What follows belongs to an exercise in optimizing a design on an open flow for small area, a short achievable clock period and few clock cycles per item; a production flow would make more cautious choices.
Only simulation tests tie the RTL to the original design; equivalence was not proved.
Power and IR drop assume default switching activity.

== oak ==
==> flow/design.v <==
module psn_line_decoder (
    input  wire        clk,
    input  wire        rst_n,
    input  wire        in_valid,
    output wire        in_ready,
    input  wire [39:0] in_beat,
    input  wire        in_marked,
    input  wire [3:0]  in_mark_pos,
    output wire        out_valid,
    input  wire        out_ready,
    output wire [31:0] out_data,
    output wire        out_last,
    output wire [2:0]  out_status,
    output wire [3:0]  out_pos
);
    localparam integer RN = 18;           
    localparam integer EX = RN - 2;       
    localparam [2:0] ST_CLEAN     = 3'd0;
    localparam [2:0] ST_CORRECTED = 3'd1;
    localparam [2:0] ST_ERASURE   = 3'd2;
    localparam [2:0] ST_UNCORR    = 3'd3;
    localparam [2:0] ST_POISON    = 3'd4;
    function [3:0] gf_mul;
        input [3:0] a;
        input [3:0] b;
        reg   [6:0] p;
        integer i;
        begin
            p = 7'd0;
            for (i = 0; i < 4; i = i + 1)
                if (b[i]) p = p ^ ({3'd0, a} << i);
            if (p[6]) p = p ^ 7'b1001100;
            if (p[5]) p = p ^ 7'b0100110;
            if (p[4]) p = p ^ 7'b0010011;
            gf_mul = p[3:0];
        end
    endfunction
    function [3:0] locator;
        input [3:0] p;
        begin
            case (p)
                4'd0: locator = 4'hA;  4'd1: locator = 4'h5;  4'd2: locator = 4'hB;
                4'd3: locator = 4'hC;  4'd4: locator = 4'h6;  4'd5: locator = 4'h3;
                4'd6: locator = 4'h8;  4'd7: locator = 4'h4;  4'd8: locator = 4'h2;
                4'd9: locator = 4'h1;
                default: locator = 4'h0;
            endcase
        end
    endfunction
    function [4:0] dec_off;
        input [4:0] s;
        begin
            dec_off = (s == 5'd0) ? RN - 1 : s - 5'd1;
        end
    endfunction
    reg [31:0] r0_d;            
    reg [3:0]  r0_s;            
    reg [31:0] rd [1:RN-1];
    reg [3:0]  rs [1:RN-1];
    reg        in_ready_q;
    wire       wr = in_valid & in_ready_q;
    reg [3:0] s0_in, s1_in;
    integer k;
    always @(*) begin
        s0_in = 4'd0;
        s1_in = 4'd0;
        for (k = 0; k < 10; k = k + 1) begin
            s0_in = s0_in ^ in_beat[4*k +: 4];
            s1_in = s1_in ^ gf_mul(in_beat[4*k +: 4], locator(k[3:0]));
        end
    end
    integer i;
    always @(posedge clk) begin
        if (in_ready_q) begin
            r0_d <= in_beat[31:0];
            r0_s <= s0_in;
        end else begin
            r0_d <= rd[RN-1];
            r0_s <= rs[RN-1];
        end
        rd[1] <= r0_d;
        rs[1] <= r0_s;
        for (i = 2; i < RN; i = i + 1) begin
            rd[i] <= rd[i-1];
            rs[i] <= rs[i-1];
        end
    end
    reg        q_v;
    reg [3:0]  q_s0, q_s1;
    reg        q_mk;
    reg [3:0]  q_mp;
    always @(posedge clk) begin
        q_s0 <= s0_in;
        q_s1 <= s1_in;
        q_mk <= in_marked;
        q_mp <= in_mark_pos;
    end
    reg [3:0]  fcnt;            
    reg [9:0]  f_good;          
    reg        f_clean;
    reg        f_poison;
    reg [9:0]  b_good;
    reg [3:0]  r_m;
    reg [3:0]  lm;
    integer p;
    always @(*) begin
        for (p = 0; p < 10; p = p + 1)
            b_good[p] = ((q_s1 ^ gf_mul(locator(p[3:0]), q_s0)) == 4'd0);
        lm  = locator(q_mp);
        r_m = q_s1 ^ gf_mul(lm, q_s0);
    end
    wire b_clean  = (q_s0 == 4'd0) && (q_s1 == 4'd0);
    wire b_poison = q_mk ? (r_m == 4'h2) : (q_s0 == 4'h0 && q_s1 == 4'h2);
    wire       first = (fcnt == 4'd0);
    wire [9:0] n_good   = (first ? 10'h3FF : f_good) & b_good;
    wire       n_clean  = (first | f_clean)  & b_clean;
    wire       n_poison = (first | f_poison) & b_poison;
    wire       n_eras   = (first | f_good[q_mp]) & (r_m == 4'd0);
    reg [2:0] dec_st;
    reg [3:0] dec_fp;
    always @(*) begin
        dec_st = ST_UNCORR;
        dec_fp = 4'hF;
        if (n_poison) begin
            dec_st = ST_POISON;
            dec_fp = q_mk ? q_mp : 4'hF;
        end else if (!q_mk) begin
            if (n_clean) begin
                dec_st = ST_CLEAN;
            end else if (|n_good) begin
                dec_st = ST_CORRECTED;
                dec_fp = {n_good[8] | n_good[9],
                          n_good[4] | n_good[5] | n_good[6] | n_good[7],
                          n_good[2] | n_good[3] | n_good[6] | n_good[7],
                          n_good[1] | n_good[3] | n_good[5] | n_good[7] | n_good[9]};
            end
        end else if (n_eras) begin
            dec_st = ST_ERASURE;
            dec_fp = q_mp;
        end
    end
    reg        pend_v;
    reg [2:0]  pend_st;
    reg [3:0]  pend_fp;
    reg [4:0]  wr_off;
    reg [4:0]  rd_off;
    reg [4:0]  count;           
    reg [3:0]  rd_idx;          
    reg        a_v;
    reg [31:0] a_d;
    reg        a_last;
    reg [2:0]  a_st;
    reg [3:0]  a_pos;
    reg [3:0]  a_fp;
    wire       ext_ok = (rd_off == 5'd0) && (count != 5'd0) && (pend_v || rd_idx != 4'd0);
    wire       a_load = !a_v || out_ready;
    wire       ext    = ext_ok && a_load;
    wire [2:0] x_st = (rd_idx == 4'd0) ? pend_st : a_st;
    wire [3:0] x_fp = (rd_idx == 4'd0) ? pend_fp : a_fp;
    reg [31:0] x_mask;
    integer n;
    always @(*) begin
        for (n = 0; n < 8; n = n + 1)
            x_mask[4*n +: 4] = (x_fp == n) ? rs[EX] : 4'd0;
    end
    wire       inc = wr & ~ext;
    wire       dec = ext & ~wr;
    wire [4:0] count_p1 = count + 5'd1;
    wire [4:0] count_m1 = count - 5'd1;
    wire       c_eq0  = (count == 5'd0);
    wire       c_eq1  = (count == 5'd1);
    wire       c_eqf1 = (count == RN - 1);
    wire       c_eqf  = (count == RN);
    wire       full_n = (c_eqf1 & inc) | (c_eqf & ~dec);
    wire       zero_n = (c_eq0 & ~inc) | (c_eq1 & dec);
    wire       slot_n = wr | (wr_off == 5'd1);
    wire       in_ready_n = ~full_n & (slot_n | zero_n);
    always @(posedge clk) begin
        if (!rst_n) begin
            q_v        <= 1'b0;
            fcnt       <= 4'd0;
            pend_v     <= 1'b0;
            wr_off     <= 5'd0;
            rd_off     <= 5'd0;
            count      <= 5'd0;
            rd_idx     <= 4'd0;
            a_v        <= 1'b0;
            in_ready_q <= 1'b1;
        end else begin
            q_v <= wr;
            if (inc)
                count <= count_p1;
            else if (dec)
                count <= count_m1;
            wr_off <= wr ? 5'd0 : dec_off(wr_off);
            if (wr && count == 5'd0)
                rd_off <= RN - 2;
            else if (!ext)
                rd_off <= dec_off(rd_off);
            in_ready_q <= in_ready_n;
            if (q_v)
                fcnt <= fcnt + 4'd1;
            if (q_v && fcnt == 4'd15)
                pend_v <= 1'b1;
            else if (ext && rd_idx == 4'd0)
                pend_v <= 1'b0;
            if (a_load)
                a_v <= ext_ok;
            if (ext)
                rd_idx <= rd_idx + 4'd1;
        end
    end
    always @(posedge clk) begin
        if (q_v) begin
            f_good   <= n_good;
            f_clean  <= n_clean;
            f_poison <= n_poison;
            if (fcnt == 4'd15) begin
                pend_st <= dec_st;
                pend_fp <= dec_fp;
            end
        end
        if (ext) begin
            a_last <= (rd_idx == 4'd15);
            a_st   <= x_st;
            a_pos  <= (x_st == ST_CORRECTED || x_st == ST_ERASURE) ? x_fp : 4'hF;
            a_fp   <= x_fp;
        end
        if (a_load)
            a_d <= rd[EX] ^ x_mask;
    end
    assign in_ready   = in_ready_q;
    assign out_valid  = a_v;
    assign out_data   = a_d;
    assign out_last   = a_last;
    assign out_status = a_st;
    assign out_pos    = a_pos;
endmodule
Settings: LEC_CHECK=0, CAP_MARGIN=10, CORE_MARGIN=2, CORE_UTILIZATION=40, CTS_CLUSTER_DIAMETER=80, CTS_CLUSTER_SIZE=30, SETUP_SLACK_MARGIN=4.3, SLEW_MARGIN=10; clock period 7.0 ns.
run.sh (not shown) runs the stock make flow with config.mk's settings and CLKGATE_MAP_FILE= SYNTH_SCRIPT=/design/flow/synth_recipe.tcl, a recipe that flattens the netlist after the stock synthesis.
Testbench counts of oak, summed over its fixed seeds: cycles 23,148, lines 1,440.
Relative to oak, the following input files were edited for pine:
-- flow/design.v --
<<< oak, line 199
                rd_off <= dec_off(rd_off);
            in_ready_q <= in_ready_n;
            if (q_v)
                fcnt <= fcnt + 4'd1;
            if (q_v && fcnt == 4'd15)
                pend_v <= 1'b1;
            else if (ext && rd_idx == 4'd0)
                pend_v <= 1'b0;
            if (a_load)
                a_v <= ext_ok;
            if (ext)
                rd_idx <= rd_idx + 4'd1;
        end
    end
    always @(posedge clk) begin
        if (q_v) begin
            f_good   <= n_good;
            f_clean  <= n_clean;
            f_poison <= n_poison;
            if (fcnt == 4'd15) begin
                pend_st <= dec_st;
                pend_fp <= dec_fp;
            end
        end
        if (ext) begin
            a_last <= (rd_idx == 4'd15);
            a_st   <= x_st;
            a_pos  <= (x_st == ST_CORRECTED || x_st == ST_ERASURE) ? x_fp : 4'hF;
            a_fp   <= x_fp;
        end
        if (a_load)
>>> pine, line 199
                rd_off <= dec_off(rd_off);
            in_ready_q <= in_ready_n;
            if (q_v) begin
                fcnt     <= fcnt + 4'd1;
                f_good   <= n_good;
                f_clean  <= n_clean;
                f_poison <= n_poison;
                if (fcnt == 4'd15) begin
                    pend_v  <= 1'b1;
                    pend_st <= dec_st;
                    pend_fp <= dec_fp;
                end
            end
            if (ext && rd_idx == 4'd0 && !(q_v && fcnt == 4'd15))
                pend_v <= 1'b0;
            if (a_load)
                a_v <= ext_ok;
            if (ext) begin
                rd_idx <= rd_idx + 4'd1;
                a_last <= (rd_idx == 4'd15);
                a_st   <= x_st;
                a_pos  <= (x_st == ST_CORRECTED || x_st == ST_ERASURE) ? x_fp : 4'hF;
                a_fp   <= x_fp;
            end
        end
        if (a_load)
### Flow results
Across pine and oak, the outcome is the same: a clean finish for every run. Changes observed in pine relative to oak: fraction of area in registers increased 0.28 points; non-clock buffer count increased 7.7%; cell count increased 1.0%; wire length of the first global-routing pass increased about 0.8%; simple-gate share of the synthesized area essentially unchanged. The total power draw in oak is 1.05 times that in pine. Row H-tree depth: pine lower / oak higher. Between pine and oak, required time reported for the critical path endpoint is lower for pine, oak comes in above that. Summary — sequential fraction of the synthesis area, pine relative to oak: lower, by 0.37 points. Comparing final clock period utilization by the worst path for pine and oak, the bigger number came from oak. Highest metal layer with signal wires = met4: oak; highest metal layer with signal wires = met5: pine. Relative to oak, pine improves register-to-register slack. oak tops out at a lower clock frequency than pine. pine vs oak, unique cell type count in the Yosys netlist went up by 5.4%. Setup slack in pine is larger than in oak.
Testbench counts of pine, summed over its fixed seeds: cycles 23,148, lines 1,440.

[static timing again, ports no longer ideal]
No port has a modelled driver above. Below, the same layouts with a new extraction and two added sets of constraints.
Step 1 (the two cells are an assumption about what drives the block):
set clk [get_ports {clk}]
set_driving_cell -lib_cell sky130_fd_sc_hd__clkbuf_16 $clk
set_driving_cell -lib_cell sky130_fd_sc_hd__buf_2 [delete_from_list [all_inputs] $clk]
Step 2 adds t to the input delays and takes it off the output delays; t is the mean of the earliest and latest rising clock arrival at the registers after step 1. Input paths then give back, and output paths get back, about the clock's delay inside the block.
Slacks: ideal / step 1 / step 2; pairs: ideal / step 1.
run | t, ns | setup slack, ns | worst slew at a driven data input, ns
oak | 0.618 | 4.298 / 4.272 / 3.706 | 0.07
pine | 0.641 | 4.340 / 4.288 / 3.750 | 0.11
After both steps every run listed still meets setup and hold. The setup slack of oak, which loses most, moves by -0.026 ns with the drivers and by -0.592 ns with both steps.
